This design comes from an exercise in tuning for small area on the open sky130 flow, not from production work.
Function was checked by simulation only, so behaviour that the tests miss may differ from the original.
Power figures rest on the tool's default switching activity, not on a simulated workload.

==> flow/design.v (outline; a module is shown in full before it is edited, if it fits) <==
// module agdel_lane_dec: 703 lines
// module agdel_g_inv: 3 lines
// module agdel_g_nand2: 3 lines
// module agdel_g_nor2: 3 lines
// module agdel_g_nand3: 3 lines
// module agdel_g_nand4: 3 lines
// module agdel_g_and2: 3 lines
// module agdel_g_or2: 3 lines
// module agdel_g_and3: 3 lines
// module agdel_g_or3: 3 lines
// module agdel_g_or4: 3 lines
// module agdel_g_and4: 3 lines
// module agdel_g_nand2b: 3 lines
// module agdel_g_nand3b: 3 lines
// module agdel_g_nand4b: 3 lines
// module agdel_g_and4b: 3 lines
// module agdel_g_o21ai: 3 lines
// module agdel_g_o22ai: 3 lines
// module agdel_g_a31oi: 3 lines
// module agdel_g_a32oi: 3 lines
// module agdel_g_a311oi: 3 lines
// module agdel_g_o311ai: 3 lines
// module agdel_g_o21bai: 3 lines
// module agdel_g_a21o: 3 lines
// module agdel_g_o21a: 3 lines
// module agdel_g_a22o: 3 lines
// module agdel_g_o22a: 3 lines
// module agdel_g_a31o: 3 lines
// module agdel_g_a211o: 3 lines
// module agdel_g_a222oi: 3 lines
// module agdel_g_mux2i: 3 lines
// module agdel_g_xor2: 3 lines
// module agdel_g_xnor2: 3 lines
// module agdel_dat_rx: 1222 lines
module agdel_dat_rx (
    input  wire         clk,
    input  wire         rst,           
    input  wire [575:0] rx_data,       
    input  wire [71:0]  rx_check,      
    input  wire [1:0]   rx_frm0,       
    input  wire [1:0]   rx_frm1,       
    input  wire [8:0]   cnt_clr,       
    input  wire [3:0]   cnt_sel,       
    output reg          out_valid,     
    output reg          out_discard,   
    output reg          out_poison,    
    output reg          out_plane,     
    output reg          out_ce_frame,  
    output reg  [575:0] out_data,      
    output reg  [8:0]   out_ce,        
    output reg  [8:0]   out_uc,        
    output reg  [62:0]  out_ce_where,  
    output wire [15:0]  cnt_rd         
);
  // ...
==> flow/flow/run.sh <==
#!/bin/bash
# Standard layout, except: the port buffers are the smallest buffer cell (buf_1) instead of
# the one buffer_ports picks by default, and clock tree synthesis uses small clock buffers
# (clkbuf_2, clkbuf_4) without dummy loads. ORFS keeps each step's log under orfs/logs/;
# make's output goes to flow_make.log.
set -euo pipefail
export BUFFER_PORTS_ARGS="-buffer_cell sky130_fd_sc_hd__buf_1"
export CTS_ARGS="-sink_clustering_enable -repair_clock_nets -dont_use_dummy_load -sink_clustering_size 20 -buf_list {sky130_fd_sc_hd__clkbuf_2 sky130_fd_sc_hd__clkbuf_4}"
bash standard.sh > flow_make.log 2>&1
==> flow/standard.sh <==
#!/bin/bash
# synth_recipe.tcl (not shown) runs the flow's synth.tcl, then flattens the netlist and writes it again
# the make line also repeats each setting of config.mk as NAME=value (left out here)
make -C /OpenROAD-flow-scripts/flow DESIGN_CONFIG=/design/flow/config.mk WORK_HOME=/design/flow/orfs CLKGATE_MAP_FILE= SYNTH_SCRIPT=/design/flow/synth_recipe.tcl "${@:-finish}"
==> flow/config.mk <==
export PLATFORM = sky130hd
export DESIGN_NAME = agdel_dat_rx
export DESIGN_NICKNAME = agdel_dat_rx
export VERILOG_FILES = /design/flow/design.v
export SDC_FILE = /design/flow/constraint.sdc
export NUM_CORES = 4
export LEC_CHECK = 0
export CAP_MARGIN = 0
export CORE_MARGIN = 2
export CORE_UTILIZATION = 30
export GPL_TIMING_DRIVEN = 0
export SETUP_SLACK_MARGIN = 0.1
export SLEW_MARGIN = 0
export SYNTH_HIERARCHICAL = 1
==> flow/constraint.sdc <==
create_clock -name core_clock -period 7.0 [get_ports {clk}]
set_input_delay 1.4000 -clock core_clock [delete_from_list [all_inputs] [get_ports {clk}]]
set_output_delay 1.4000 -clock core_clock [all_outputs]
set_load 0.01 [all_outputs]
==> summary.txt, run 1 <==
Worst setup path
  • Crit path depth: 37
  • Worst r2r src: count[8].value[6]
  • WP data arrival: 7.87 ns

Global routing
  • Overall routing resource usage: 33.1%
  • Met2 usage: 47.3%
  • First-pass GRT wire length: 337000 microns
  • Initial antenna violation count: 117
  • Largest net degree at the start of global routing: 23
  • M3 GR Usage: 15.9%

Worst hold path
  • Min-Delay Path Class: in2reg
  • Hold wc startpoint: rx_data[562]
  • Worst hold endpoint: out_data[562]

Layout
  • Sequential share of cell area: 29.8%
  • P&R area growth vs syn: 24.5%
  • Clock-cell share: 3.13%
  • Fin nets: 7384
  • Non-clock buffer share: 10.3%
  • Most common cell after layout, fill and taps aside: buf_1
  • # diodes: 71
  • Multi-input logic portion of the cell area: 50.0%
  • Non-filler cells, final: 8689

Clocking
  • Post-CTS Hold Buffers: 0
  • CTS resizes: 67
  • Maximum buffer depth of the clock tree: 3
  • Setup bufs post-CTS: 10

Floorplanning
  • Die Y: 385 microns
  • Die W: 385 microns

Yosys
  • Mapped Cells: 5086
  • Top cell type by total area after synthesis: dfxtp_1
  • Syn nets: 5753
  • Largest family of logic cells by synthesized area: XOR/XNOR gates

Pwr
  • Clk power: 3.35 mW
  • Comb power frac: 69.7%
  • Leading power group: combinational logic
  • Leak Pwr: 21.3 nW

Status
  • Outcome: complete, no violations

Route
  • Highest metal used: met5
  • Routed via count: 44300
  • Metal-1 WL: 102000 microns
  • Metal2 WL: 105000 microns

STA
  • Rel. slew slack: 9.16%
  • Unrepaired setup endpoints after global routing: true
==> module agdel_lane_dec, before the edit <==
module agdel_lane_dec (
    input  wire [63:0] data_in,     
    input  wire [7:0]  check_in,    
    input  wire        g,           
    output wire [7:0]  syndrome,    
    output wire [63:0] data_out,    
    output wire        ce,          
    output wire        uc,          
    output wire [6:0]  ce_where     
);
    wire [15:0] lo, hi;
    wire n1;
    wire n2;
    wire n3;
    wire n4;
    wire n5;
    wire n6;
    wire n7;
    wire n8;
    wire n9;
    wire n10;
    wire n11;
    wire n12;
    wire n13;
    wire n14;
    wire n15;
    wire n16;
    wire n17;
    wire n18;
    wire n19;
    wire n20;
    wire n21;
    wire n22;
    wire n23;
    wire n24;
    wire n25;
    wire n26;
    wire n27;
    wire n28;
    wire n29;
    wire n30;
    wire n31;
    wire n32;
    wire n33;
    wire n34;
    wire n35;
    wire n36;
    wire n37;
    wire n38;
    wire n39;
    wire n40;
    wire n41;
    wire n42;
    wire n43;
    wire n44;
    wire n45;
    wire n46;
    wire n47;
    wire n48;
    wire n49;
    wire n50;
    wire n51;
    wire n52;
    wire n53;
    wire n54;
    wire n55;
    wire n56;
    wire n57;
    wire n58;
    wire n59;
    wire n60;
    wire n61;
    wire n62;
    wire n63;
    wire n64;
    wire n65;
    wire n66;
    wire n67;
    wire n68;
    wire n69;
    wire n70;
    wire n71;
    wire n72;
    wire n73;
    wire n74;
    wire n75;
    wire n76;
    wire n77;
    wire n78;
    wire n79;
    wire n80;
    wire n81;
    wire n82;
    wire n83;
    wire n84;
    wire n85;
    wire n86;
    wire n87;
    wire n88;
    wire n89;
    wire n90;
    wire n91;
    wire n92;
    wire n93;
    wire n94;
    wire n95;
    wire n96;
    wire n97;
    wire n98;
    wire n99;
    wire n100;
    wire n101;
    wire n102;
    wire n103;
    wire n104;
    wire n105;
    wire n106;
    wire n107;
    wire n108;
    wire n109;
    wire n110;
    wire n111;
    wire n112;
    wire n113;
    wire n114;
    wire n115;
    wire n116;
    wire n117;
    wire n118;
    wire n119;
    wire n120;
    wire n121;
    wire n122;
    wire n123;
    wire n124;
    wire n125;
    wire n126;
    wire n127;
    wire n128;
    wire n129;
    wire n130;
    wire n131;
    wire n132;
    wire n133;
    wire n134;
    wire n135;
    wire n136;
    wire n137;
    wire n138;
    wire n139;
    wire n140;
    wire n141;
    wire n142;
    wire n143;
    wire n144;
    wire n145;
    wire n146;
    wire n147;
    wire n148;
    wire n149;
    wire n150;
    wire n151;
    wire n152;
    wire n153;
    wire n154;
    wire n155;
    wire n156;
    wire n157;
    wire n158;
    wire n159;
    wire n160;
    wire n161;
    wire n162;
    wire n163;
    wire n164;
    wire n165;
    wire n166;
    wire n167;
    wire n168;
    wire n169;
    wire n170;
    wire n171;
    wire n172;
    wire n173;
    wire n174;
    wire n175;
    wire n176;
    wire n177;
    wire n178;
    wire n179;
    wire n180;
    wire n181;
    wire n182;
    wire n183;
    wire n184;
    wire n185;
    wire n186;
    wire n187;
    wire n188;
    wire n189;
    wire n190;
    wire n191;
    wire n192;
    wire n193;
    wire n194;
    wire n195;
    wire n196;
    wire n197;
    wire n198;
    wire n199;
    wire n200;
    wire n201;
    wire n202;
    wire n203;
    wire n204;
    wire n205;
    wire n206;
    wire n207;
    wire n208;
    wire n209;
    wire n210;
    wire n211;
    wire n212;
    wire n213;
    wire n214;
    wire n215;
    wire n216;
    wire n217;
    wire n218;
    wire n219;
    wire n220;
    wire n221;
    wire n222;
    wire n223;
    wire n224;
    wire n225;
    wire n226;
    wire n227;
    wire n228;
    wire n229;
    wire n230;
    wire n231;
    wire n232;
    wire n233;
    wire n234;
    wire n235;
    wire n236;
    wire n237;
    wire n238;
    wire n239;
    wire n240;
    wire n241;
    wire n242;
    wire n243;
    wire n244;
    wire n245;
    wire n246;
    wire n247;
    wire n248;
    wire n249;
    wire n250;
    wire n251;
    wire n252;
    wire n253;
    wire n254;
    wire n255;
    wire n256;
    wire n257;
    wire n258;
    wire n259;
    wire n260;
    wire n261;
    wire n262;
    wire n263;
    wire n264;
    wire n265;
    wire n266;
    wire n267;
    wire n268;
    wire n269;
    wire n270;
    wire n271;
    wire n272;
    wire n273;
    wire n274;
    wire n275;
    wire n276;
    wire n277;
    wire n278;
    wire n279;
    wire n280;
    wire n281;
    wire n282;
    wire n283;
    wire n284;
    wire n285;
    wire n286;
    wire n287;
    wire n288;
    wire n289;
    agdel_g_xor2 un0 (.a(data_in[58]), .b(data_in[63]), .y(n1));
    agdel_g_xor2 un1 (.a(data_in[56]), .b(n1), .y(n2));
    agdel_g_xor2 un2 (.a(data_in[57]), .b(data_in[62]), .y(n3));
    agdel_g_xor2 un3 (.a(data_in[59]), .b(data_in[60]), .y(n4));
    agdel_g_xor2 un4 (.a(data_in[16]), .b(n4), .y(n5));
    agdel_g_xor2 un5 (.a(data_in[1]), .b(n3), .y(n6));
    agdel_g_xor2 un6 (.a(data_in[6]), .b(n2), .y(n7));
    agdel_g_xor2 un7 (.a(data_in[61]), .b(n7), .y(n8));
    agdel_g_xor2 un8 (.a(data_in[37]), .b(n8), .y(n9));
    agdel_g_xor2 un9 (.a(data_in[43]), .b(data_in[54]), .y(n10));
    agdel_g_xor2 un10 (.a(data_in[48]), .b(data_in[61]), .y(n11));
    agdel_g_xor2 un11 (.a(data_in[52]), .b(data_in[55]), .y(n12));
    agdel_g_xor2 un12 (.a(data_in[13]), .b(n11), .y(n13));
    agdel_g_xor2 un13 (.a(data_in[53]), .b(n12), .y(n14));
    agdel_g_xor2 un14 (.a(data_in[0]), .b(n9), .y(n15));
    agdel_g_xor2 un15 (.a(data_in[51]), .b(n14), .y(n16));
    agdel_g_xor2 un16 (.a(data_in[45]), .b(data_in[50]), .y(n17));
    agdel_g_xor2 un17 (.a(data_in[41]), .b(n17), .y(n18));
    agdel_g_xor2 un18 (.a(data_in[12]), .b(n15), .y(n19));
    agdel_g_xor2 un19 (.a(data_in[38]), .b(n18), .y(n20));
    agdel_g_xor2 un20 (.a(data_in[49]), .b(n10), .y(n21));
    agdel_g_xor2 un21 (.a(data_in[17]), .b(data_in[46]), .y(n22));
    agdel_g_xor2 un22 (.a(data_in[14]), .b(n13), .y(n23));
    agdel_g_xor2 un23 (.a(data_in[11]), .b(data_in[47]), .y(n24));
    agdel_g_xor2 un24 (.a(data_in[44]), .b(n21), .y(n25));
    agdel_g_xor2 un25 (.a(data_in[35]), .b(n20), .y(n26));
    agdel_g_xor2 un26 (.a(data_in[39]), .b(n6), .y(n27));
    agdel_g_xor2 un27 (.a(data_in[42]), .b(n25), .y(n28));
    agdel_g_xor2 un28 (.a(data_in[18]), .b(n24), .y(n29));
    agdel_g_xor2 un29 (.a(data_in[33]), .b(n23), .y(n30));
    agdel_g_xor2 un30 (.a(data_in[8]), .b(n27), .y(n31));
    agdel_g_xor2 un31 (.a(data_in[3]), .b(n31), .y(n32));
    agdel_g_xor2 un32 (.a(data_in[36]), .b(n26), .y(n33));
    agdel_g_xor2 un33 (.a(data_in[15]), .b(n30), .y(n34));
    agdel_g_xor2 un34 (.a(data_in[19]), .b(n34), .y(n35));
    agdel_g_xor2 un35 (.a(data_in[4]), .b(n5), .y(n36));
    agdel_g_xor2 un36 (.a(data_in[10]), .b(n22), .y(n37));
    agdel_g_xor2 un37 (.a(data_in[24]), .b(n32), .y(n38));
    agdel_g_xor2 un38 (.a(data_in[22]), .b(n19), .y(n39));
    agdel_g_xor2 un39 (.a(data_in[2]), .b(data_in[40]), .y(n40));
    agdel_g_xor2 un40 (.a(data_in[7]), .b(n36), .y(n41));
    agdel_g_xor2 un41 (.a(data_in[9]), .b(n40), .y(n42));
    agdel_g_xor2 un42 (.a(data_in[25]), .b(n42), .y(n43));
    agdel_g_xor2 un43 (.a(data_in[20]), .b(data_in[23]), .y(n44));
    agdel_g_xor2 un44 (.a(data_in[21]), .b(n44), .y(n45));
    agdel_g_xor2 un45 (.a(data_in[5]), .b(n41), .y(n46));
    agdel_g_xor2 un46 (.a(data_in[32]), .b(n29), .y(n47));
    agdel_g_xor2 un47 (.a(data_in[31]), .b(n37), .y(n48));
    agdel_g_xor2 un48 (.a(data_in[30]), .b(n45), .y(n49));
    agdel_g_xor2 un49 (.a(data_in[27]), .b(data_in[29]), .y(n50));
    agdel_g_xor2 un50 (.a(data_in[34]), .b(n50), .y(n51));
    agdel_g_xor2 un51 (.a(data_in[28]), .b(n51), .y(n52));
    agdel_g_xor2 un52 (.a(data_in[26]), .b(n46), .y(n53));
    agdel_g_xor2 un53 (.a(check_in[0]), .b(data_in[0]), .y(n54));
    agdel_g_xor2 un54 (.a(data_in[2]), .b(data_in[10]), .y(n55));
    agdel_g_xor2 un55 (.a(data_in[11]), .b(data_in[13]), .y(n56));
    agdel_g_xor2 un56 (.a(n2), .b(n6), .y(n57));
    agdel_g_xor2 un57 (.a(n33), .b(n49), .y(n58));
    agdel_g_xor2 un58 (.a(n54), .b(n55), .y(n59));
    agdel_g_xor2 un59 (.a(n56), .b(n57), .y(n60));
    agdel_g_xor2 un60 (.a(n58), .b(n53), .y(n61));
    agdel_g_xor2 un61 (.a(n59), .b(n60), .y(n62));
    agdel_g_xor2 un62 (.a(n62), .b(n61), .y(syndrome[0]));
    agdel_g_xor2 un63 (.a(check_in[1]), .b(data_in[4]), .y(n63));
    agdel_g_xor2 un64 (.a(data_in[14]), .b(data_in[20]), .y(n64));
    agdel_g_xor2 un65 (.a(data_in[27]), .b(data_in[35]), .y(n65));
    agdel_g_xor2 un66 (.a(data_in[42]), .b(data_in[51]), .y(n66));
    agdel_g_xor2 un67 (.a(data_in[59]), .b(n38), .y(n67));
    agdel_g_xor2 un68 (.a(n39), .b(n48), .y(n68));
    agdel_g_xor2 un69 (.a(n63), .b(n64), .y(n69));
    agdel_g_xor2 un70 (.a(n65), .b(n66), .y(n70));
    agdel_g_xor2 un71 (.a(n67), .b(n68), .y(n71));
    agdel_g_xor2 un72 (.a(n69), .b(n70), .y(n72));
    agdel_g_xor2 un73 (.a(n72), .b(n71), .y(syndrome[1]));
    agdel_g_xor2 un74 (.a(check_in[2]), .b(data_in[3]), .y(n73));
    agdel_g_xor2 un75 (.a(data_in[5]), .b(data_in[15]), .y(n74));
    agdel_g_xor2 un76 (.a(data_in[21]), .b(data_in[28]), .y(n75));
    agdel_g_xor2 un77 (.a(data_in[36]), .b(data_in[43]), .y(n76));
    agdel_g_xor2 un78 (.a(data_in[52]), .b(data_in[60]), .y(n77));
    agdel_g_xor2 un79 (.a(n3), .b(n39), .y(n78));
    agdel_g_xor2 un80 (.a(n43), .b(n47), .y(n79));
    agdel_g_xor2 un81 (.a(n73), .b(n74), .y(n80));
    agdel_g_xor2 un82 (.a(n75), .b(n76), .y(n81));
    agdel_g_xor2 un83 (.a(n77), .b(n78), .y(n82));
    agdel_g_xor2 un84 (.a(n80), .b(n81), .y(n83));
    agdel_g_xor2 un85 (.a(n82), .b(n79), .y(n84));
    agdel_g_xor2 un86 (.a(n83), .b(n84), .y(syndrome[2]));
    agdel_g_xor2 un87 (.a(check_in[3]), .b(data_in[7]), .y(n85));
    agdel_g_xor2 un88 (.a(data_in[23]), .b(data_in[29]), .y(n86));
    agdel_g_xor2 un89 (.a(data_in[38]), .b(data_in[44]), .y(n87));
    agdel_g_xor2 un90 (.a(data_in[53]), .b(data_in[56]), .y(n88));
    agdel_g_xor2 un91 (.a(n4), .b(n35), .y(n89));
    agdel_g_xor2 un92 (.a(n38), .b(n43), .y(n90));
    agdel_g_xor2 un93 (.a(n85), .b(n86), .y(n91));
    agdel_g_xor2 un94 (.a(n87), .b(n88), .y(n92));
    agdel_g_xor2 un95 (.a(n89), .b(n90), .y(n93));
    agdel_g_xor2 un96 (.a(n91), .b(n92), .y(n94));
    agdel_g_xor2 un97 (.a(n94), .b(n93), .y(syndrome[3]));
    agdel_g_xor2 un98 (.a(check_in[4]), .b(data_in[8]), .y(n95));
    agdel_g_xor2 un99 (.a(data_in[9]), .b(data_in[17]), .y(n96));
    agdel_g_xor2 un100 (.a(data_in[18]), .b(data_in[19]), .y(n97));
    agdel_g_xor2 un101 (.a(data_in[41]), .b(n8), .y(n98));
    agdel_g_xor2 un102 (.a(n28), .b(n52), .y(n99));
    agdel_g_xor2 un103 (.a(n95), .b(n96), .y(n100));
    agdel_g_xor2 un104 (.a(n97), .b(n98), .y(n101));
    agdel_g_xor2 un105 (.a(n99), .b(n53), .y(n102));
    agdel_g_xor2 un106 (.a(n100), .b(n101), .y(n103));
    agdel_g_xor2 un107 (.a(n103), .b(n102), .y(syndrome[4]));
    agdel_g_xor2 un108 (.a(check_in[5]), .b(data_in[12]), .y(n104));
    agdel_g_xor2 un109 (.a(data_in[30]), .b(data_in[34]), .y(n105));
    agdel_g_xor2 un110 (.a(data_in[45]), .b(data_in[49]), .y(n106));
    agdel_g_xor2 un111 (.a(data_in[55]), .b(data_in[57]), .y(n107));
    agdel_g_xor2 un112 (.a(data_in[58]), .b(n5), .y(n108));
    agdel_g_xor2 un113 (.a(n35), .b(n47), .y(n109));
    agdel_g_xor2 un114 (.a(n104), .b(n105), .y(n110));
    agdel_g_xor2 un115 (.a(n106), .b(n107), .y(n111));
    agdel_g_xor2 un116 (.a(n108), .b(n109), .y(n112));
    agdel_g_xor2 un117 (.a(n110), .b(n111), .y(n113));
    agdel_g_xor2 un118 (.a(n112), .b(n48), .y(n114));
    agdel_g_xor2 un119 (.a(n113), .b(n114), .y(syndrome[5]));
    agdel_g_xor2 un120 (.a(check_in[6]), .b(data_in[22]), .y(n115));
    agdel_g_xor2 un121 (.a(data_in[24]), .b(data_in[25]), .y(n116));
    agdel_g_xor2 un122 (.a(data_in[26]), .b(data_in[31]), .y(n117));
    agdel_g_xor2 un123 (.a(data_in[32]), .b(data_in[33]), .y(n118));
    agdel_g_xor2 un124 (.a(data_in[50]), .b(data_in[54]), .y(n119));
    agdel_g_xor2 un125 (.a(data_in[62]), .b(data_in[63]), .y(n120));
    agdel_g_xor2 un126 (.a(n16), .b(n49), .y(n121));
    agdel_g_xor2 un127 (.a(n115), .b(n116), .y(n122));
    agdel_g_xor2 un128 (.a(n117), .b(n118), .y(n123));
    agdel_g_xor2 un129 (.a(n119), .b(n120), .y(n124));
    agdel_g_xor2 un130 (.a(n121), .b(n52), .y(n125));
    agdel_g_xor2 un131 (.a(n122), .b(n123), .y(n126));
    agdel_g_xor2 un132 (.a(n124), .b(n125), .y(n127));
    agdel_g_xor2 un133 (.a(n126), .b(n127), .y(syndrome[6]));
    agdel_g_xor2 un134 (.a(check_in[7]), .b(data_in[37]), .y(n128));
    agdel_g_xor2 un135 (.a(data_in[39]), .b(data_in[40]), .y(n129));
    agdel_g_xor2 un136 (.a(data_in[46]), .b(data_in[47]), .y(n130));
    agdel_g_xor2 un137 (.a(data_in[48]), .b(n16), .y(n131));
    agdel_g_xor2 un138 (.a(n28), .b(n33), .y(n132));
    agdel_g_xor2 un139 (.a(n128), .b(n129), .y(n133));
    agdel_g_xor2 un140 (.a(n130), .b(n131), .y(n134));
    agdel_g_xor2 un141 (.a(n133), .b(n134), .y(n135));
    agdel_g_xor2 un142 (.a(n135), .b(n132), .y(syndrome[7]));
    agdel_g_inv un143 (.a(syndrome[0]), .y(n136));
    agdel_g_inv un144 (.a(syndrome[1]), .y(n137));
    agdel_g_inv un145 (.a(syndrome[2]), .y(n138));
    agdel_g_inv un146 (.a(syndrome[3]), .y(n139));
    agdel_g_inv un147 (.a(syndrome[5]), .y(n140));
    agdel_g_inv un148 (.a(syndrome[6]), .y(n141));
    agdel_g_inv un149 (.a(syndrome[7]), .y(n142));
    agdel_g_nor2 un150 (.a(syndrome[2]), .b(syndrome[3]), .y(n143));
    agdel_g_inv un151 (.a(n143), .y(n144));
    agdel_g_nand2 un152 (.a(n137), .b(n143), .y(n145));
    agdel_g_nor2 un153 (.a(syndrome[0]), .b(syndrome[1]), .y(n146));
    agdel_g_inv un154 (.a(n146), .y(n147));
    agdel_g_nor2 un155 (.a(syndrome[0]), .b(n145), .y(lo[0]));
    agdel_g_nand2 un156 (.a(syndrome[0]), .b(n137), .y(n148));
    agdel_g_nor2 un157 (.a(n136), .b(n145), .y(lo[1]));
    agdel_g_nand2 un158 (.a(n136), .b(syndrome[1]), .y(n149));
    agdel_g_nor2 un159 (.a(n144), .b(n149), .y(lo[2]));
    agdel_g_inv un160 (.a(lo[2]), .y(n150));
    agdel_g_nor2 un161 (.a(n136), .b(n137), .y(n151));
    agdel_g_inv un162 (.a(n151), .y(n152));
    agdel_g_nor2 un163 (.a(n144), .b(n152), .y(lo[3]));
    agdel_g_nand2 un164 (.a(syndrome[2]), .b(n139), .y(n153));
    agdel_g_nand3 un165 (.a(syndrome[2]), .b(n139), .c(n136), .y(n154));
    agdel_g_nor2 un166 (.a(syndrome[1]), .b(n154), .y(lo[4]));
    agdel_g_nor2 un167 (.a(n148), .b(n153), .y(lo[5]));
    agdel_g_nor2 un168 (.a(n137), .b(n154), .y(lo[6]));
    agdel_g_nor2 un169 (.a(n152), .b(n153), .y(lo[7]));
    agdel_g_nand2 un170 (.a(n138), .b(syndrome[3]), .y(n155));
    agdel_g_nor2 un171 (.a(n147), .b(n155), .y(lo[8]));
    agdel_g_nor2 un172 (.a(n148), .b(n155), .y(lo[9]));
    agdel_g_nor2 un173 (.a(n149), .b(n155), .y(lo[10]));
    agdel_g_inv un174 (.a(lo[10]), .y(n156));
    agdel_g_nor2 un175 (.a(n152), .b(n155), .y(lo[11]));
    agdel_g_nand2 un176 (.a(syndrome[2]), .b(syndrome[3]), .y(n157));
    agdel_g_nor2 un177 (.a(n147), .b(n157), .y(lo[12]));
    agdel_g_nor2 un178 (.a(n148), .b(n157), .y(lo[13]));
    agdel_g_nor2 un179 (.a(n149), .b(n157), .y(lo[14]));
    agdel_g_nor2 un180 (.a(n152), .b(n157), .y(lo[15]));
    agdel_g_nor2 un181 (.a(syndrome[6]), .b(syndrome[7]), .y(n158));
    agdel_g_inv un182 (.a(n158), .y(n159));
    agdel_g_nor2 un183 (.a(syndrome[4]), .b(syndrome[5]), .y(n160));
    agdel_g_inv un184 (.a(n160), .y(n161));
    agdel_g_nor2 un185 (.a(n159), .b(n161), .y(hi[0]));
    agdel_g_nand2 un186 (.a(syndrome[4]), .b(n140), .y(n162));
    agdel_g_nor2 un187 (.a(n159), .b(n162), .y(hi[1]));
    agdel_g_nor2 un188 (.a(syndrome[4]), .b(n140), .y(n163));
    agdel_g_inv un189 (.a(n163), .y(n164));
    agdel_g_nor2 un190 (.a(n159), .b(n164), .y(hi[2]));
    agdel_g_nand2 un191 (.a(syndrome[4]), .b(syndrome[5]), .y(n165));
    agdel_g_nor2 un192 (.a(n159), .b(n165), .y(hi[3]));
    agdel_g_nand2 un193 (.a(syndrome[6]), .b(n142), .y(n166));
    agdel_g_nor2 un194 (.a(n161), .b(n166), .y(hi[4]));
    agdel_g_nor2 un195 (.a(n162), .b(n166), .y(hi[5]));
    agdel_g_nor2 un196 (.a(n164), .b(n166), .y(hi[6]));
    agdel_g_nor2 un197 (.a(n165), .b(n166), .y(hi[7]));
    agdel_g_nand2 un198 (.a(n141), .b(syndrome[7]), .y(n167));
    agdel_g_nor2 un199 (.a(n161), .b(n167), .y(hi[8]));
    agdel_g_nor2 un200 (.a(n162), .b(n167), .y(hi[9]));
    agdel_g_nor2 un201 (.a(n164), .b(n167), .y(hi[10]));
    agdel_g_nor2 un202 (.a(n165), .b(n167), .y(hi[11]));
    agdel_g_nand2 un203 (.a(syndrome[6]), .b(syndrome[7]), .y(n168));
    agdel_g_nor2 un204 (.a(n161), .b(n168), .y(hi[12]));
    agdel_g_nor2 un205 (.a(n162), .b(n168), .y(hi[13]));
    agdel_g_nor2 un206 (.a(n164), .b(n168), .y(hi[14]));
    agdel_g_nor2 un207 (.a(n165), .b(n168), .y(hi[15]));
    agdel_g_inv un208 (.a(hi[15]), .y(n169));
    agdel_g_o21ai un209 (.a(n137), .b(n143), .c(n157), .y(n170));
    agdel_g_inv un210 (.a(n170), .y(n171));
    agdel_g_o21ai un211 (.a(n158), .b(n160), .c(n168), .y(n172));
    agdel_g_o21a un212 (.a(n160), .b(n168), .c(n172), .y(n173));
    agdel_g_a211o un213 (.a(n139), .b(hi[5]), .c(hi[0]), .d(hi[3]), .y(n174));
    agdel_g_a31oi un214 (.a(n165), .b(n171), .c(n173), .d(n174), .y(n175));
    agdel_g_nor2 un215 (.a(n143), .b(n146), .y(n176));
    agdel_g_nand2 un216 (.a(n152), .b(n157), .y(n177));
    agdel_g_nand2 un217 (.a(n142), .b(lo[15]), .y(n178));
    agdel_g_nor2 un218 (.a(lo[0]), .b(n177), .y(n179));
    agdel_g_o21ai un219 (.a(n176), .b(n179), .c(n178), .y(n180));
    agdel_g_a31oi un220 (.a(n152), .b(n157), .c(n176), .d(n180), .y(n181));
    agdel_g_inv un221 (.a(n181), .y(n182));
    agdel_g_or3 un222 (.a(hi[0]), .b(hi[3]), .c(n172), .y(n183));
    agdel_g_o22ai un223 (.a(n175), .b(n182), .c(n181), .d(n183), .y(n184));
    agdel_g_a31oi un224 (.a(lo[0]), .b(n175), .c(n169), .d(n184), .y(n185));
    agdel_g_nand2b un225 (.a(n185), .b(g), .y(n186));
    agdel_g_inv un226 (.a(n186), .y(ce));
    agdel_g_nand2 un227 (.a(g), .b(n185), .y(n187));
    agdel_g_a31oi un228 (.a(n158), .b(n160), .c(lo[0]), .d(n187), .y(uc));
    agdel_g_nor2 un229 (.a(n157), .b(n163), .y(n188));
    agdel_g_o21ai un230 (.a(n143), .b(n188), .c(syndrome[0]), .y(n189));
    agdel_g_o311ai un231 (.a(syndrome[1]), .b(n144), .c(n163), .d(n189), .e(n154), .y(n190));
    agdel_g_nor2 un232 (.a(lo[10]), .b(n190), .y(n191));
    agdel_g_o21a un233 (.a(syndrome[7]), .b(lo[7]), .c(n141), .y(n192));
    agdel_g_nand2 un234 (.a(n191), .b(n192), .y(n193));
    agdel_g_o21ai un235 (.a(n191), .b(n192), .c(n193), .y(n194));
    agdel_g_nor2 un236 (.a(n186), .b(n194), .y(ce_where[0]));
    agdel_g_nand2 un237 (.a(syndrome[3]), .b(n140), .y(n195));
    agdel_g_nor2 un238 (.a(syndrome[5]), .b(syndrome[7]), .y(n196));
    agdel_g_o21ai un239 (.a(n136), .b(n153), .c(syndrome[5]), .y(n197));
    agdel_g_inv un240 (.a(n197), .y(n198));
    agdel_g_a31oi un241 (.a(n136), .b(syndrome[7]), .c(n143), .d(syndrome[5]), .y(n199));
    agdel_g_o22ai un242 (.a(n141), .b(n145), .c(n198), .d(n199), .y(n200));
    agdel_g_nor2 un243 (.a(n138), .b(syndrome[6]), .y(n201));
    agdel_g_a31oi un244 (.a(n140), .b(n142), .c(n138), .d(n201), .y(n202));
    agdel_g_a31oi un245 (.a(n136), .b(n155), .c(n196), .d(n202), .y(n203));
    agdel_g_a32oi un246 (.a(n146), .b(n195), .c(n201), .d(lo[8]), .e(n158), .y(n204));
    agdel_g_o21ai un247 (.a(n137), .b(n203), .c(n204), .y(n205));
    agdel_g_o22ai un248 (.a(n150), .b(n159), .c(n200), .d(n205), .y(n206));
    agdel_g_o21a un249 (.a(n148), .b(n195), .c(n206), .y(n207));
    agdel_g_nor2 un250 (.a(n186), .b(n207), .y(ce_where[1]));
    agdel_g_nor2 un251 (.a(n170), .b(n205), .y(n208));
    agdel_g_nand2 un252 (.a(n136), .b(n208), .y(n209));
    agdel_g_a31oi un253 (.a(n176), .b(n177), .c(syndrome[4]), .d(lo[15]), .y(n210));
    agdel_g_o21ai un254 (.a(n156), .b(n205), .c(n210), .y(n211));
    agdel_g_a211o un255 (.a(n163), .b(n209), .c(lo[12]), .d(n211), .y(n212));
    agdel_g_o22ai un256 (.a(n151), .b(n197), .c(n136), .d(n141), .y(n213));
    agdel_g_a21o un257 (.a(n143), .b(n168), .c(n181), .y(n214));
    agdel_g_nand2 un258 (.a(n212), .b(n213), .y(n215));
    agdel_g_o21ai un259 (.a(n212), .b(n214), .c(n215), .y(n216));
    agdel_g_inv un260 (.a(n216), .y(n217));
    agdel_g_a31oi un261 (.a(n140), .b(n145), .c(n208), .d(n216), .y(n218));
    agdel_g_nor2 un262 (.a(n186), .b(n218), .y(ce_where[2]));
    agdel_g_a31oi un263 (.a(syndrome[4]), .b(n140), .c(n181), .d(n212), .y(n219));
    agdel_g_nor2 un264 (.a(n186), .b(n219), .y(ce_where[3]));
    agdel_g_nor2 un265 (.a(n145), .b(n183), .y(n220));
    agdel_g_a31oi un266 (.a(syndrome[5]), .b(syndrome[6]), .c(n217), .d(n220), .y(n221));
    agdel_g_nand2 un267 (.a(syndrome[5]), .b(lo[8]), .y(n222));
    agdel_g_nand3 un268 (.a(n165), .b(n222), .c(n141), .y(n223));
    agdel_g_a32oi un269 (.a(syndrome[2]), .b(syndrome[3]), .c(n151), .d(n221), .e(n223), .y(n224));
    agdel_g_nor2 un270 (.a(n186), .b(n224), .y(ce_where[4]));
    agdel_g_a31oi un271 (.a(n158), .b(n160), .c(n171), .d(n220), .y(n225));
    agdel_g_nor2 un272 (.a(n186), .b(n225), .y(ce_where[5]));
    agdel_g_a31oi un273 (.a(n142), .b(n210), .c(n221), .d(n186), .y(ce_where[6]));
    agdel_g_nand2 un274 (.a(lo[7]), .b(hi[0]), .y(n226));
    agdel_g_xnor2 un275 (.a(data_in[0]), .b(n226), .y(data_out[0]));
    agdel_g_nand2 un276 (.a(lo[11]), .b(hi[0]), .y(n227));
    agdel_g_xnor2 un277 (.a(data_in[1]), .b(n227), .y(data_out[1]));
    agdel_g_nand2 un278 (.a(lo[13]), .b(hi[0]), .y(n228));
    agdel_g_xnor2 un279 (.a(data_in[2]), .b(n228), .y(data_out[2]));
    agdel_g_nand2 un280 (.a(lo[14]), .b(hi[0]), .y(n229));
    agdel_g_xnor2 un281 (.a(data_in[3]), .b(n229), .y(data_out[3]));
    agdel_g_nand2 un282 (.a(lo[3]), .b(hi[1]), .y(n230));
    agdel_g_xnor2 un283 (.a(data_in[4]), .b(n230), .y(data_out[4]));
    agdel_g_nand2 un284 (.a(lo[5]), .b(hi[1]), .y(n231));
    agdel_g_xnor2 un285 (.a(data_in[5]), .b(n231), .y(data_out[5]));
    agdel_g_nand2 un286 (.a(lo[6]), .b(hi[1]), .y(n232));
    agdel_g_xnor2 un287 (.a(data_in[6]), .b(n232), .y(data_out[6]));
    agdel_g_nand2 un288 (.a(lo[9]), .b(hi[1]), .y(n233));
    agdel_g_xnor2 un289 (.a(data_in[7]), .b(n233), .y(data_out[7]));
    agdel_g_nand2 un290 (.a(lo[10]), .b(hi[1]), .y(n234));
    agdel_g_xnor2 un291 (.a(data_in[8]), .b(n234), .y(data_out[8]));
    agdel_g_nand2 un292 (.a(lo[12]), .b(hi[1]), .y(n235));
    agdel_g_xnor2 un293 (.a(data_in[9]), .b(n235), .y(data_out[9]));
    agdel_g_nand2 un294 (.a(lo[3]), .b(hi[2]), .y(n236));
    agdel_g_xnor2 un295 (.a(data_in[10]), .b(n236), .y(data_out[10]));
    agdel_g_nand2 un296 (.a(lo[5]), .b(hi[2]), .y(n237));
    agdel_g_xnor2 un297 (.a(data_in[11]), .b(n237), .y(data_out[11]));
    agdel_g_nand2 un298 (.a(lo[6]), .b(hi[2]), .y(n238));
    agdel_g_xnor2 un299 (.a(data_in[12]), .b(n238), .y(data_out[12]));
    agdel_g_nand2 un300 (.a(lo[9]), .b(hi[2]), .y(n239));
    agdel_g_xnor2 un301 (.a(data_in[13]), .b(n239), .y(data_out[13]));
    agdel_g_nand2 un302 (.a(lo[10]), .b(hi[2]), .y(n240));
    agdel_g_xnor2 un303 (.a(data_in[14]), .b(n240), .y(data_out[14]));
    agdel_g_nand2 un304 (.a(lo[12]), .b(hi[2]), .y(n241));
    agdel_g_xnor2 un305 (.a(data_in[15]), .b(n241), .y(data_out[15]));
    agdel_g_nand2 un306 (.a(lo[1]), .b(hi[3]), .y(n242));
    agdel_g_xnor2 un307 (.a(data_in[16]), .b(n242), .y(data_out[16]));
    agdel_g_nand2 un308 (.a(lo[2]), .b(hi[3]), .y(n243));
    agdel_g_xnor2 un309 (.a(data_in[17]), .b(n243), .y(data_out[17]));
    agdel_g_nand2 un310 (.a(lo[4]), .b(hi[3]), .y(n244));
    agdel_g_xnor2 un311 (.a(data_in[18]), .b(n244), .y(data_out[18]));
    agdel_g_nand2 un312 (.a(lo[8]), .b(hi[3]), .y(n245));
    agdel_g_xnor2 un313 (.a(data_in[19]), .b(n245), .y(data_out[19]));
    agdel_g_nand2 un314 (.a(lo[3]), .b(hi[4]), .y(n246));
    agdel_g_xnor2 un315 (.a(data_in[20]), .b(n246), .y(data_out[20]));
    agdel_g_nand2 un316 (.a(lo[5]), .b(hi[4]), .y(n247));
    agdel_g_xnor2 un317 (.a(data_in[21]), .b(n247), .y(data_out[21]));
    agdel_g_nand2 un318 (.a(lo[6]), .b(hi[4]), .y(n248));
    agdel_g_xnor2 un319 (.a(data_in[22]), .b(n248), .y(data_out[22]));
    agdel_g_nand2 un320 (.a(lo[9]), .b(hi[4]), .y(n249));
    agdel_g_xnor2 un321 (.a(data_in[23]), .b(n249), .y(data_out[23]));
    agdel_g_nand2 un322 (.a(lo[10]), .b(hi[4]), .y(n250));
    agdel_g_xnor2 un323 (.a(data_in[24]), .b(n250), .y(data_out[24]));
    agdel_g_nand2 un324 (.a(lo[12]), .b(hi[4]), .y(n251));
    agdel_g_xnor2 un325 (.a(data_in[25]), .b(n251), .y(data_out[25]));
    agdel_g_nand2 un326 (.a(lo[1]), .b(hi[5]), .y(n252));
    agdel_g_xnor2 un327 (.a(data_in[26]), .b(n252), .y(data_out[26]));
    agdel_g_nand2 un328 (.a(lo[2]), .b(hi[5]), .y(n253));
    agdel_g_xnor2 un329 (.a(data_in[27]), .b(n253), .y(data_out[27]));
    agdel_g_nand2 un330 (.a(lo[4]), .b(hi[5]), .y(n254));
    agdel_g_xnor2 un331 (.a(data_in[28]), .b(n254), .y(data_out[28]));
    agdel_g_nand2 un332 (.a(lo[8]), .b(hi[5]), .y(n255));
    agdel_g_xnor2 un333 (.a(data_in[29]), .b(n255), .y(data_out[29]));
    agdel_g_nand2 un334 (.a(lo[1]), .b(hi[6]), .y(n256));
    agdel_g_xnor2 un335 (.a(data_in[30]), .b(n256), .y(data_out[30]));
    agdel_g_nand2 un336 (.a(lo[2]), .b(hi[6]), .y(n257));
    agdel_g_xnor2 un337 (.a(data_in[31]), .b(n257), .y(data_out[31]));
    agdel_g_nand2 un338 (.a(lo[4]), .b(hi[6]), .y(n258));
    agdel_g_xnor2 un339 (.a(data_in[32]), .b(n258), .y(data_out[32]));
    agdel_g_nand2 un340 (.a(lo[8]), .b(hi[6]), .y(n259));
    agdel_g_xnor2 un341 (.a(data_in[33]), .b(n259), .y(data_out[33]));
    agdel_g_nand2 un342 (.a(lo[0]), .b(hi[7]), .y(n260));
    agdel_g_xnor2 un343 (.a(data_in[34]), .b(n260), .y(data_out[34]));
    agdel_g_nand2 un344 (.a(lo[3]), .b(hi[8]), .y(n261));
    agdel_g_xnor2 un345 (.a(data_in[35]), .b(n261), .y(data_out[35]));
    agdel_g_nand2 un346 (.a(lo[5]), .b(hi[8]), .y(n262));
    agdel_g_xnor2 un347 (.a(data_in[36]), .b(n262), .y(data_out[36]));
    agdel_g_nand2 un348 (.a(lo[6]), .b(hi[8]), .y(n263));
    agdel_g_xnor2 un349 (.a(data_in[37]), .b(n263), .y(data_out[37]));
    agdel_g_nand2 un350 (.a(lo[9]), .b(hi[8]), .y(n264));
    agdel_g_xnor2 un351 (.a(data_in[38]), .b(n264), .y(data_out[38]));
    agdel_g_nand2 un352 (.a(lo[10]), .b(hi[8]), .y(n265));
    agdel_g_xnor2 un353 (.a(data_in[39]), .b(n265), .y(data_out[39]));
    agdel_g_nand2 un354 (.a(lo[12]), .b(hi[8]), .y(n266));
    agdel_g_xnor2 un355 (.a(data_in[40]), .b(n266), .y(data_out[40]));
    agdel_g_nand2 un356 (.a(lo[1]), .b(hi[9]), .y(n267));
    agdel_g_xnor2 un357 (.a(data_in[41]), .b(n267), .y(data_out[41]));
    agdel_g_nand2 un358 (.a(lo[2]), .b(hi[9]), .y(n268));
    agdel_g_xnor2 un359 (.a(data_in[42]), .b(n268), .y(data_out[42]));
    agdel_g_nand2 un360 (.a(lo[4]), .b(hi[9]), .y(n269));
    agdel_g_xnor2 un361 (.a(data_in[43]), .b(n269), .y(data_out[43]));
    agdel_g_nand2 un362 (.a(lo[8]), .b(hi[9]), .y(n270));
    agdel_g_xnor2 un363 (.a(data_in[44]), .b(n270), .y(data_out[44]));
    agdel_g_nand2 un364 (.a(lo[1]), .b(hi[10]), .y(n271));
    agdel_g_xnor2 un365 (.a(data_in[45]), .b(n271), .y(data_out[45]));
    agdel_g_nand2 un366 (.a(lo[2]), .b(hi[10]), .y(n272));
    agdel_g_xnor2 un367 (.a(data_in[46]), .b(n272), .y(data_out[46]));
    agdel_g_nand2 un368 (.a(lo[4]), .b(hi[10]), .y(n273));
    agdel_g_xnor2 un369 (.a(data_in[47]), .b(n273), .y(data_out[47]));
    agdel_g_nand2 un370 (.a(lo[8]), .b(hi[10]), .y(n274));
    agdel_g_xnor2 un371 (.a(data_in[48]), .b(n274), .y(data_out[48]));
    agdel_g_nand2 un372 (.a(lo[0]), .b(hi[11]), .y(n275));
    agdel_g_xnor2 un373 (.a(data_in[49]), .b(n275), .y(data_out[49]));
    agdel_g_nand2 un374 (.a(lo[1]), .b(hi[12]), .y(n276));
    agdel_g_xnor2 un375 (.a(data_in[50]), .b(n276), .y(data_out[50]));
    agdel_g_nand2 un376 (.a(lo[2]), .b(hi[12]), .y(n277));
    agdel_g_xnor2 un377 (.a(data_in[51]), .b(n277), .y(data_out[51]));
    agdel_g_nand2 un378 (.a(lo[4]), .b(hi[12]), .y(n278));
    agdel_g_xnor2 un379 (.a(data_in[52]), .b(n278), .y(data_out[52]));
    agdel_g_nand2 un380 (.a(lo[8]), .b(hi[12]), .y(n279));
    agdel_g_xnor2 un381 (.a(data_in[53]), .b(n279), .y(data_out[53]));
    agdel_g_nand2 un382 (.a(lo[0]), .b(hi[13]), .y(n280));
    agdel_g_xnor2 un383 (.a(data_in[54]), .b(n280), .y(data_out[54]));
    agdel_g_nand2 un384 (.a(lo[0]), .b(hi[14]), .y(n281));
    agdel_g_xnor2 un385 (.a(data_in[55]), .b(n281), .y(data_out[55]));
    agdel_g_nand2 un386 (.a(lo[15]), .b(hi[1]), .y(n282));
    agdel_g_xnor2 un387 (.a(data_in[56]), .b(n282), .y(data_out[56]));
    agdel_g_nand2 un388 (.a(lo[15]), .b(hi[2]), .y(n283));
    agdel_g_xnor2 un389 (.a(data_in[57]), .b(n283), .y(data_out[57]));
    agdel_g_nand2 un390 (.a(lo[7]), .b(hi[3]), .y(n284));
    agdel_g_xnor2 un391 (.a(data_in[58]), .b(n284), .y(data_out[58]));
    agdel_g_nand2 un392 (.a(lo[11]), .b(hi[3]), .y(n285));
    agdel_g_xnor2 un393 (.a(data_in[59]), .b(n285), .y(data_out[59]));
    agdel_g_nand2 un394 (.a(lo[13]), .b(hi[3]), .y(n286));
    agdel_g_xnor2 un395 (.a(data_in[60]), .b(n286), .y(data_out[60]));
    agdel_g_nand2 un396 (.a(lo[14]), .b(hi[3]), .y(n287));
    agdel_g_xnor2 un397 (.a(data_in[61]), .b(n287), .y(data_out[61]));
    agdel_g_nand2 un398 (.a(lo[15]), .b(hi[4]), .y(n288));
    agdel_g_xnor2 un399 (.a(data_in[62]), .b(n288), .y(data_out[62]));
    agdel_g_nand2 un400 (.a(lo[7]), .b(hi[5]), .y(n289));
    agdel_g_xnor2 un401 (.a(data_in[63]), .b(n289), .y(data_out[63]));
endmodule
==> run 2: changes to the inputs <==
--- a/flow/design.v
+++ b/flow/design.v
@@ -352,95 +352,95 @@
     agdel_g_xor2 un51 (.a(data_in[28]), .b(n51), .y(n52));
     agdel_g_xor2 un52 (.a(data_in[26]), .b(n46), .y(n53));
     agdel_g_xor2 un53 (.a(check_in[0]), .b(data_in[0]), .y(n54));
-    agdel_g_xor2 un54 (.a(data_in[2]), .b(data_in[10]), .y(n55));
-    agdel_g_xor2 un55 (.a(data_in[11]), .b(data_in[13]), .y(n56));
-    agdel_g_xor2 un56 (.a(n2), .b(n6), .y(n57));
-    agdel_g_xor2 un57 (.a(n33), .b(n49), .y(n58));
-    agdel_g_xor2 un58 (.a(n54), .b(n55), .y(n59));
-    agdel_g_xor2 un59 (.a(n56), .b(n57), .y(n60));
-    agdel_g_xor2 un60 (.a(n58), .b(n53), .y(n61));
-    agdel_g_xor2 un61 (.a(n59), .b(n60), .y(n62));
-    agdel_g_xor2 un62 (.a(n62), .b(n61), .y(syndrome[0]));
-    agdel_g_xor2 un63 (.a(check_in[1]), .b(data_in[4]), .y(n63));
-    agdel_g_xor2 un64 (.a(data_in[14]), .b(data_in[20]), .y(n64));
-    agdel_g_xor2 un65 (.a(data_in[27]), .b(data_in[35]), .y(n65));
-    agdel_g_xor2 un66 (.a(data_in[42]), .b(data_in[51]), .y(n66));
-    agdel_g_xor2 un67 (.a(data_in[59]), .b(n38), .y(n67));
-    agdel_g_xor2 un68 (.a(n39), .b(n48), .y(n68));
-    agdel_g_xor2 un69 (.a(n63), .b(n64), .y(n69));
-    agdel_g_xor2 un70 (.a(n65), .b(n66), .y(n70));
-    agdel_g_xor2 un71 (.a(n67), .b(n68), .y(n71));
-    agdel_g_xor2 un72 (.a(n69), .b(n70), .y(n72));
-    agdel_g_xor2 un73 (.a(n72), .b(n71), .y(syndrome[1]));
-    agdel_g_xor2 un74 (.a(check_in[2]), .b(data_in[3]), .y(n73));
-    agdel_g_xor2 un75 (.a(data_in[5]), .b(data_in[15]), .y(n74));
-    agdel_g_xor2 un76 (.a(data_in[21]), .b(data_in[28]), .y(n75));
-    agdel_g_xor2 un77 (.a(data_in[36]), .b(data_in[43]), .y(n76));
-    agdel_g_xor2 un78 (.a(data_in[52]), .b(data_in[60]), .y(n77));
-    agdel_g_xor2 un79 (.a(n3), .b(n39), .y(n78));
-    agdel_g_xor2 un80 (.a(n43), .b(n47), .y(n79));
-    agdel_g_xor2 un81 (.a(n73), .b(n74), .y(n80));
-    agdel_g_xor2 un82 (.a(n75), .b(n76), .y(n81));
-    agdel_g_xor2 un83 (.a(n77), .b(n78), .y(n82));
-    agdel_g_xor2 un84 (.a(n80), .b(n81), .y(n83));
-    agdel_g_xor2 un85 (.a(n82), .b(n79), .y(n84));
-    agdel_g_xor2 un86 (.a(n83), .b(n84), .y(syndrome[2]));
-    agdel_g_xor2 un87 (.a(check_in[3]), .b(data_in[7]), .y(n85));
-    agdel_g_xor2 un88 (.a(data_in[23]), .b(data_in[29]), .y(n86));
-    agdel_g_xor2 un89 (.a(data_in[38]), .b(data_in[44]), .y(n87));
-    agdel_g_xor2 un90 (.a(data_in[53]), .b(data_in[56]), .y(n88));
-    agdel_g_xor2 un91 (.a(n4), .b(n35), .y(n89));
-    agdel_g_xor2 un92 (.a(n38), .b(n43), .y(n90));
-    agdel_g_xor2 un93 (.a(n85), .b(n86), .y(n91));
-    agdel_g_xor2 un94 (.a(n87), .b(n88), .y(n92));
-    agdel_g_xor2 un95 (.a(n89), .b(n90), .y(n93));
-    agdel_g_xor2 un96 (.a(n91), .b(n92), .y(n94));
-    agdel_g_xor2 un97 (.a(n94), .b(n93), .y(syndrome[3]));
-    agdel_g_xor2 un98 (.a(check_in[4]), .b(data_in[8]), .y(n95));
-    agdel_g_xor2 un99 (.a(data_in[9]), .b(data_in[17]), .y(n96));
-    agdel_g_xor2 un100 (.a(data_in[18]), .b(data_in[19]), .y(n97));
-    agdel_g_xor2 un101 (.a(data_in[41]), .b(n8), .y(n98));
-    agdel_g_xor2 un102 (.a(n28), .b(n52), .y(n99));
-    agdel_g_xor2 un103 (.a(n95), .b(n96), .y(n100));
-    agdel_g_xor2 un104 (.a(n97), .b(n98), .y(n101));
-    agdel_g_xor2 un105 (.a(n99), .b(n53), .y(n102));
-    agdel_g_xor2 un106 (.a(n100), .b(n101), .y(n103));
-    agdel_g_xor2 un107 (.a(n103), .b(n102), .y(syndrome[4]));
+    agdel_g_xor2 un54 (.a(data_in[10]), .b(data_in[11]), .y(n55));
+    agdel_g_xor2 un55 (.a(data_in[13]), .b(data_in[2]), .y(n56));
+    agdel_g_xor2 un56 (.a(n54), .b(n55), .y(n57));
+    agdel_g_xor2 un57 (.a(n56), .b(n2), .y(n58));
+    agdel_g_xor2 un58 (.a(n57), .b(n6), .y(n59));
+    agdel_g_xor2 un59 (.a(n49), .b(n58), .y(n60));
+    agdel_g_xor2 un60 (.a(n59), .b(n60), .y(n61));
+    agdel_g_xor2 un61 (.a(n33), .b(n61), .y(n62));
+    agdel_g_xor2 un62 (.a(n53), .b(n62), .y(syndrome[0]));
+    agdel_g_xor2 un63 (.a(check_in[1]), .b(data_in[14]), .y(n63));
+    agdel_g_xor2 un64 (.a(data_in[20]), .b(data_in[27]), .y(n64));
+    agdel_g_xor2 un65 (.a(data_in[35]), .b(data_in[42]), .y(n65));
+    agdel_g_xor2 un66 (.a(data_in[4]), .b(data_in[51]), .y(n66));
+    agdel_g_xor2 un67 (.a(data_in[59]), .b(n63), .y(n67));
+    agdel_g_xor2 un68 (.a(n64), .b(n65), .y(n68));
+    agdel_g_xor2 un69 (.a(n66), .b(n67), .y(n69));
+    agdel_g_xor2 un70 (.a(n68), .b(n48), .y(n70));
+    agdel_g_xor2 un71 (.a(n69), .b(n70), .y(n71));
+    agdel_g_xor2 un72 (.a(n71), .b(n38), .y(n72));
+    agdel_g_xor2 un73 (.a(n72), .b(n39), .y(syndrome[1]));
+    agdel_g_xor2 un74 (.a(check_in[2]), .b(data_in[15]), .y(n73));
+    agdel_g_xor2 un75 (.a(data_in[21]), .b(data_in[28]), .y(n74));
+    agdel_g_xor2 un76 (.a(data_in[36]), .b(data_in[3]), .y(n75));
+    agdel_g_xor2 un77 (.a(data_in[43]), .b(data_in[52]), .y(n76));
+    agdel_g_xor2 un78 (.a(data_in[5]), .b(data_in[60]), .y(n77));
+    agdel_g_xor2 un79 (.a(n3), .b(n73), .y(n78));
+    agdel_g_xor2 un80 (.a(n74), .b(n75), .y(n79));
+    agdel_g_xor2 un81 (.a(n76), .b(n77), .y(n80));
+    agdel_g_xor2 un82 (.a(n78), .b(n79), .y(n81));
+    agdel_g_xor2 un83 (.a(n80), .b(n43), .y(n82));
+    agdel_g_xor2 un84 (.a(n47), .b(n81), .y(n83));
+    agdel_g_xor2 un85 (.a(n82), .b(n83), .y(n84));
+    agdel_g_xor2 un86 (.a(n84), .b(n39), .y(syndrome[2]));
+    agdel_g_xor2 un87 (.a(check_in[3]), .b(data_in[23]), .y(n85));
+    agdel_g_xor2 un88 (.a(data_in[29]), .b(data_in[38]), .y(n86));
+    agdel_g_xor2 un89 (.a(data_in[44]), .b(data_in[53]), .y(n87));
+    agdel_g_xor2 un90 (.a(data_in[56]), .b(data_in[7]), .y(n88));
+    agdel_g_xor2 un91 (.a(n4), .b(n85), .y(n89));
+    agdel_g_xor2 un92 (.a(n86), .b(n87), .y(n90));
+    agdel_g_xor2 un93 (.a(n88), .b(n89), .y(n91));
+    agdel_g_xor2 un94 (.a(n90), .b(n43), .y(n92));
+    agdel_g_xor2 un95 (.a(n91), .b(n92), .y(n93));
+    agdel_g_xor2 un96 (.a(n93), .b(n35), .y(n94));
+    agdel_g_xor2 un97 (.a(n38), .b(n94), .y(syndrome[3]));
+    agdel_g_xor2 un98 (.a(check_in[4]), .b(data_in[17]), .y(n95));
+    agdel_g_xor2 un99 (.a(data_in[18]), .b(data_in[19]), .y(n96));
+    agdel_g_xor2 un100 (.a(data_in[41]), .b(data_in[8]), .y(n97));
+    agdel_g_xor2 un101 (.a(data_in[9]), .b(n95), .y(n98));
+    agdel_g_xor2 un102 (.a(n96), .b(n97), .y(n99));
+    agdel_g_xor2 un103 (.a(n98), .b(n99), .y(n100));
+    agdel_g_xor2 un104 (.a(n100), .b(n52), .y(n101));
+    agdel_g_xor2 un105 (.a(n101), .b(n28), .y(n102));
+    agdel_g_xor2 un106 (.a(n8), .b(n102), .y(n103));
+    agdel_g_xor2 un107 (.a(n103), .b(n53), .y(syndrome[4]));
     agdel_g_xor2 un108 (.a(check_in[5]), .b(data_in[12]), .y(n104));
     agdel_g_xor2 un109 (.a(data_in[30]), .b(data_in[34]), .y(n105));
     agdel_g_xor2 un110 (.a(data_in[45]), .b(data_in[49]), .y(n106));
     agdel_g_xor2 un111 (.a(data_in[55]), .b(data_in[57]), .y(n107));
-    agdel_g_xor2 un112 (.a(data_in[58]), .b(n5), .y(n108));
-    agdel_g_xor2 un113 (.a(n35), .b(n47), .y(n109));
-    agdel_g_xor2 un114 (.a(n104), .b(n105), .y(n110));
-    agdel_g_xor2 un115 (.a(n106), .b(n107), .y(n111));
-    agdel_g_xor2 un116 (.a(n108), .b(n109), .y(n112));
-    agdel_g_xor2 un117 (.a(n110), .b(n111), .y(n113));
-    agdel_g_xor2 un118 (.a(n112), .b(n48), .y(n114));
-    agdel_g_xor2 un119 (.a(n113), .b(n114), .y(syndrome[5]));
+    agdel_g_xor2 un112 (.a(data_in[58]), .b(n104), .y(n108));
+    agdel_g_xor2 un113 (.a(n105), .b(n106), .y(n109));
+    agdel_g_xor2 un114 (.a(n107), .b(n108), .y(n110));
+    agdel_g_xor2 un115 (.a(n109), .b(n5), .y(n111));
+    agdel_g_xor2 un116 (.a(n110), .b(n111), .y(n112));
+    agdel_g_xor2 un117 (.a(n47), .b(n48), .y(n113));
+    agdel_g_xor2 un118 (.a(n112), .b(n113), .y(n114));
+    agdel_g_xor2 un119 (.a(n114), .b(n35), .y(syndrome[5]));
     agdel_g_xor2 un120 (.a(check_in[6]), .b(data_in[22]), .y(n115));
     agdel_g_xor2 un121 (.a(data_in[24]), .b(data_in[25]), .y(n116));
     agdel_g_xor2 un122 (.a(data_in[26]), .b(data_in[31]), .y(n117));
     agdel_g_xor2 un123 (.a(data_in[32]), .b(data_in[33]), .y(n118));
     agdel_g_xor2 un124 (.a(data_in[50]), .b(data_in[54]), .y(n119));
     agdel_g_xor2 un125 (.a(data_in[62]), .b(data_in[63]), .y(n120));
-    agdel_g_xor2 un126 (.a(n16), .b(n49), .y(n121));
-    agdel_g_xor2 un127 (.a(n115), .b(n116), .y(n122));
-    agdel_g_xor2 un128 (.a(n117), .b(n118), .y(n123));
-    agdel_g_xor2 un129 (.a(n119), .b(n120), .y(n124));
-    agdel_g_xor2 un130 (.a(n121), .b(n52), .y(n125));
-    agdel_g_xor2 un131 (.a(n122), .b(n123), .y(n126));
-    agdel_g_xor2 un132 (.a(n124), .b(n125), .y(n127));
+    agdel_g_xor2 un126 (.a(n115), .b(n116), .y(n121));
+    agdel_g_xor2 un127 (.a(n117), .b(n118), .y(n122));
+    agdel_g_xor2 un128 (.a(n119), .b(n120), .y(n123));
+    agdel_g_xor2 un129 (.a(n121), .b(n122), .y(n124));
+    agdel_g_xor2 un130 (.a(n123), .b(n124), .y(n125));
+    agdel_g_xor2 un131 (.a(n16), .b(n49), .y(n126));
+    agdel_g_xor2 un132 (.a(n52), .b(n125), .y(n127));
     agdel_g_xor2 un133 (.a(n126), .b(n127), .y(syndrome[6]));
     agdel_g_xor2 un134 (.a(check_in[7]), .b(data_in[37]), .y(n128));
     agdel_g_xor2 un135 (.a(data_in[39]), .b(data_in[40]), .y(n129));
     agdel_g_xor2 un136 (.a(data_in[46]), .b(data_in[47]), .y(n130));
-    agdel_g_xor2 un137 (.a(data_in[48]), .b(n16), .y(n131));
-    agdel_g_xor2 un138 (.a(n28), .b(n33), .y(n132));
-    agdel_g_xor2 un139 (.a(n128), .b(n129), .y(n133));
-    agdel_g_xor2 un140 (.a(n130), .b(n131), .y(n134));
-    agdel_g_xor2 un141 (.a(n133), .b(n134), .y(n135));
-    agdel_g_xor2 un142 (.a(n135), .b(n132), .y(syndrome[7]));
+    agdel_g_xor2 un137 (.a(data_in[48]), .b(n128), .y(n131));
+    agdel_g_xor2 un138 (.a(n129), .b(n130), .y(n132));
+    agdel_g_xor2 un139 (.a(n131), .b(n132), .y(n133));
+    agdel_g_xor2 un140 (.a(n133), .b(n16), .y(n134));
+    agdel_g_xor2 un141 (.a(n134), .b(n28), .y(n135));
+    agdel_g_xor2 un142 (.a(n135), .b(n33), .y(syndrome[7]));
     agdel_g_inv un143 (.a(syndrome[0]), .y(n136));
     agdel_g_inv un144 (.a(syndrome[1]), .y(n137));
     agdel_g_inv un145 (.a(syndrome[2]), .y(n138));
==> run 2 against run 1 <==
Fmax is 1.4% lower. Clock power fell by 3%. Critical path depth shrank 8. Core utilization fell by 0.48 points.
==> summary.txt, run 2 <==
Place
  • Dpl cell area: 50900 sq um (about the same)
  • Port buffer count: 1344 (unchanged)
  • Global placement routability congestion: 1.09 (was 1.06)
  • Final HPWL DP: 217000 microns (was 219000 microns)

Yosys
  • Top cell type by total area after synthesis: dfxtp_1 (unchanged)
  • Number of synthesized flops with an enable pin: 0 (unchanged)
  • YS warnings: 7 (unchanged)
  • Most common cell in the netlist: xor2_1 (unchanged)
  • Seq cells post-synth: 805 (unchanged)
  • Yosys top cell area share: 37.1% (unchanged)
  • Synth top cells by count: xor2_1, nand2_1, dfxtp_1, nor2_1, xnor2_1 (unchanged)
  • Largest cells by area after synthesis: dfxtp_1, xor2_1, xnor2_1 (unchanged)
  • Syn nets: 5753 (unchanged)
  • Post-synth design cell area: 43500 sq um (unchanged)
  • Syn Area/Cell: 8.55 sq um (unchanged)
  • Unique cell type count in the Yosys netlist: 24 (unchanged)
  • Main synth FF type: dfxtp_1 (unchanged)
  • Sequential element share of the synthesized area: 37.1% (unchanged)
  • Post-synthesis async set-or-reset flop share: 0% (unchanged)
  • Mapped Cells: 5086 (unchanged)

Worst setup path
  • Critical path launch point: rx_data[188] (was rx_data[184])
  • Reg2Reg Setup Slack: 4.45 ns (was 4.48 ns)
  • Worst r2r src: count[2].value[6] (was count[8].value[6])
  • Worst setup path class: in2reg (unchanged)
  • Reg2reg path depth: 15 (unchanged)
  • WP data arrival: 7.81 ns (was 7.87 ns)
  • CP endpoint kind: register (unchanged)
  • CP max stage cell: xor2_1 (was buf_1)
  • R2r endpoint: count[2].value[15] (was count[8].value[15])
  • Startpoint Class: primary input (unchanged)
  • CP dominant cell by count: xor2_1 (unchanged)
  • Worst path max stage delay: 0.59 ns (was 0.39 ns)
  • CP required: 8.08 ns (was 8.24 ns)
  • Worst Path Max Fanout: 10 (was 8)

Pwr
  • Leak Pwr: 21.0 nW (was 21.3 nW)
  • Peak supply drop: 0.000270 V (was 0.000293 V)
  • Comb power frac: 68.8% (was 69.7%)
  • Internal: 11.9 mW (was 12.4 mW)
  • Clock Power Share: 11.6% (was 11.4%)
  • Net Switching: 16.3 mW (was 16.9 mW)
  • Final total power: 28.1 mW (was 29.3 mW)
  • Pwr/cell area: 526 nW/um^2 (was 541 nW/um^2)
  • Switch share: 57.8% (was 57.7%)
  • Flop pwr share: 19.6% (was 18.9%)

Job
  • Max-Cap Viols: 0 (unchanged)

Route
  • Drt wl/cell: 29.2 microns (was 29.5 microns)
  • Routed WL: 252000 microns (was 256000 microns)
  • DRT antenna net count: 0 (unchanged)
  • DR DRC count: 0 (unchanged)
  • Routed via count: 44300 (about the same)
  • DR pass1 iterations: 8 (was 6)
  • Vias per cell: 5.13 (was 5.09)
  • Initial DRC count: 5434 (was 4952)

Floorplanning
  • Cell row count: 139 (unchanged)
  • I/O Pins: 1345 (unchanged)
  • Die Y: 385 microns (unchanged)
  • Initial core utilization: 30.3% (unchanged)
  • Die area: 148000 sq um (unchanged)
  • Die W: 385 microns (unchanged)
  • Total core area: 144000 sq um (unchanged)

STA
  • Hold Slack: 0.403 ns (was 0.395 ns)
  • Period utilization: 96.1% (was 94.8%)
  • Final hold vios: 0 (unchanged)
  • Rel. slew slack: 14.6% (was 9.16%)
  • Setup TNS: 0 ns (unchanged)
  • Unrepaired setup endpoints after global routing: true (unchanged)
  • Slew @ Worst Pin: 1.28 ns (was 1.36 ns)
  • Highest clock rate: 149 MHz (was 151 MHz)
  • Max Slew Vio Count: 0 (unchanged)
  • Final setup viols: 0 (unchanged)
  • Min cycle time layout: 6.73 ns (was 6.64 ns)
  • Clock Skew: 0.186 ns (was 0.141 ns)

Layout
  • Fill count: 15400 (was 15500)
  • Final Util: 37.2% (was 37.7%)
  • Largest regs: out_data: 576 flops, count.value: 144 flops, out_ce_where: 63 flops (unchanged)
  • Most frequent cells in the layout: buf_1, xor2_1, nand2_1 (unchanged)
  • Ratio of cells with drive above 1 in the final layout: 5.00% (was 6.90%)
  • Largest Register: out_data (unchanged)
  • Fin nets: 7329 (was 7384)
  • P&R area growth vs syn: 23.0% (was 24.5%)
  • Fin area: 53500 sq um (was 54100 sq um)
  • Most common cell after layout, fill and taps aside: buf_1 (unchanged)
  • Max reg flops: 576 (unchanged)

Clocking
  • Htree depth: 4 (unchanged)
  • Clock latency (worst-skew pair): 1.30 ns (was 1.31 ns)
  • Root Driver: clkbuf_4 (unchanged)
  • CTS tree: yes (unchanged)
  • Maximum buffer depth of the clock tree: 3 (unchanged)
  • Clk sinks: 805 (unchanged)
  • TritonCTS Buffers: 219 (was 226)
  • Clock Pin Slew Worst Setup and Hold Paths: 0.05 ns (was 0.07 ns)
  • Post-CTS Hold Buffers: 0 (unchanged)

Worst hold path
  • Worst hold path depth: 1 (was 2)
  • Min-Delay Path Class: in2reg (unchanged)
  • Worst hold endpoint: out_plane (was out_data[562])
  • Hold wc startpoint: rx_frm1[0] (was rx_data[562])

Global routing
  • Gr ovfl total: 0 (unchanged)
  • Overall routing resource usage: 32.4% (was 33.1%)
  • First-pass GRT wire length: 330000 microns (was 337000 microns)
  • Initial antenna violation count: 129 (was 117)
  • Largest net degree at the start of global routing: 23 (unchanged)
  • Vias in the first global route: 41000 (was 42000)

Status
  • Outcome: complete, no violations (unchanged)
run 2: cell types whose count changed in the layout (fill, tap and decap cells not counted), sizes merged:
| cell | before | now |
|---|---|---|
| buf | 1390 | 1351 |
| clkbuf | 240 | 224 |
| diode | 71 | 86 |
run 2: cells by family (layout without fill, tap and decap cells):
logic type                Yosys count  in the layout  synth area share (%)
DFF                               805            805                  37.1
and+or+nand+nor                  1691           1691                  16.0
AOI/OAI and AO/OA                 428            428                  6.75
xor gates and xnor gates         1864           1864                  37.6
other                               0             86                     0
buffers and inverters             298           1872                  2.58
run 2: area by class of cell:
| class | count | area, sq um | area share, % |
|---|---|---|---|
| multi-input combinational | 3983 | 26800 | 50.1 |
| sequential | 805 | 16100 | 30.1 |
| timing repair buffer | 1355 | 5170 | 9.67 |
| tap | 1903 | 2380 | 4.45 |
| clock buffer | 219 | 1640 | 3.08 |
| inverter | 297 | 1130 | 2.11 |
| antenna | 86 | 215 | 0.403 |
| buffer | 1 | 7.51 | 0.0140 |
run 2: worst max path at each step:
stage	endpoint	slack, ns	cells past startpoint
2_1_floorplan	count[0].value[15]	0.64	33
3_3_place_gp	count[3].value[15]	-3.63	30
3_5_place_dp	count[3].value[15]	-1.43	33
4_1_cts	count[3].value[15]	0.07	31
5_1_grt	count[0].value[15]	0.09	34
6_report	count[2].value[15]	0.27	29
run 2: per-layer routing:
metal	share of wire [%]	vias to the layer above	GRT usage, %	wire length (microns)
met2	39	3042	43.7	99400
met4	4.8	86	15.2	12200
met3	15	665	16.4	39100
met5	0.22	-	0	557
li1	-	19500	-	-
met1	40	21100	42.2	101000
run 2: timing repair:
item,CTS,global route
buffers inserted,0,10
pin swaps,0,9
endpoints found under the setup margin,8,69
gates resized for setup,5,111
run 2: critical path, delay by kind of cell:
| family | cells | cell delay, ns |
|---|---|---|
| compound gates | 5 | 0.56 |
| xor+xnor | 7 | 2.39 |
| buf+inv | 4 | 0.83 |
| simple gates | 13 | 2.61 |
run 2: power groups by stage:
stage	registers [mW]	clock network, mW	logic, mW
final	5.52	3.26	19.3
after CTS	5.51	3.38	18.0
after floorplan	5.80	0	11.4
after global routing	5.54	3.56	20.6
after global placement	5.60	0	18.2
after detailed placement	5.60	0	17.9
run 2: through the flow:
stage	setup WS (ns)	instances
CTS	0.0712	8553
global route	0.0947	8604
detailed placement	-1.43	8334
global placement	-3.63	8333
floorplan	0.640	5086
finish	0.271	8649
run 2: per-module statistics from Yosys (local to each module, per instance), excerpt:
module,cells,flops+latches,cell area [sq um],times used
agdel_g_a222oi,1,0,10.0,48
agdel_g_o311ai,1,0,8.76,18
agdel_g_and2,1,0,6.26,18
agdel_g_o22ai,1,0,6.26,36
agdel_g_nand2b,1,0,6.26,63
agdel_g_and3,1,0,6.26,72
agdel_g_a31oi,1,0,6.26,118
agdel_g_nand3,1,0,5.00,61
agdel_g_nor2,1,0,3.75,599

-- separate check: timing with driven ports --
No port has a modelled driver above. Below, the same layouts with a new extraction and two added sets of constraints. Step 1: set_driving_cell puts a clkbuf_16 on clk and a buf_2 on each other input, an assumption about the parent block. Step 2 also shifts input and output timing later by t, the mid clock arrival at the registers, as if the neighbouring blocks saw the same clock. a / b / c = no drivers / after step 1 / after step 2; a / b = the first two.
run	t, ns	slack for setup (ns)	clock arrival spread, ns	worst data-port slew with drivers (ns)
run 1	1.270	0.364 / 0.215 / -1.055	0.228 / 0.228	0.37
run 2	1.228	0.271 / 0.259 / -0.970	0.304 / 0.303	0.48
With both steps, setup timing fails in run 1 and run 2, where it was met with ideal ports. The setup slack of run 1, which loses most, moves by -0.149 ns with the drivers and by -1.419 ns with both steps.
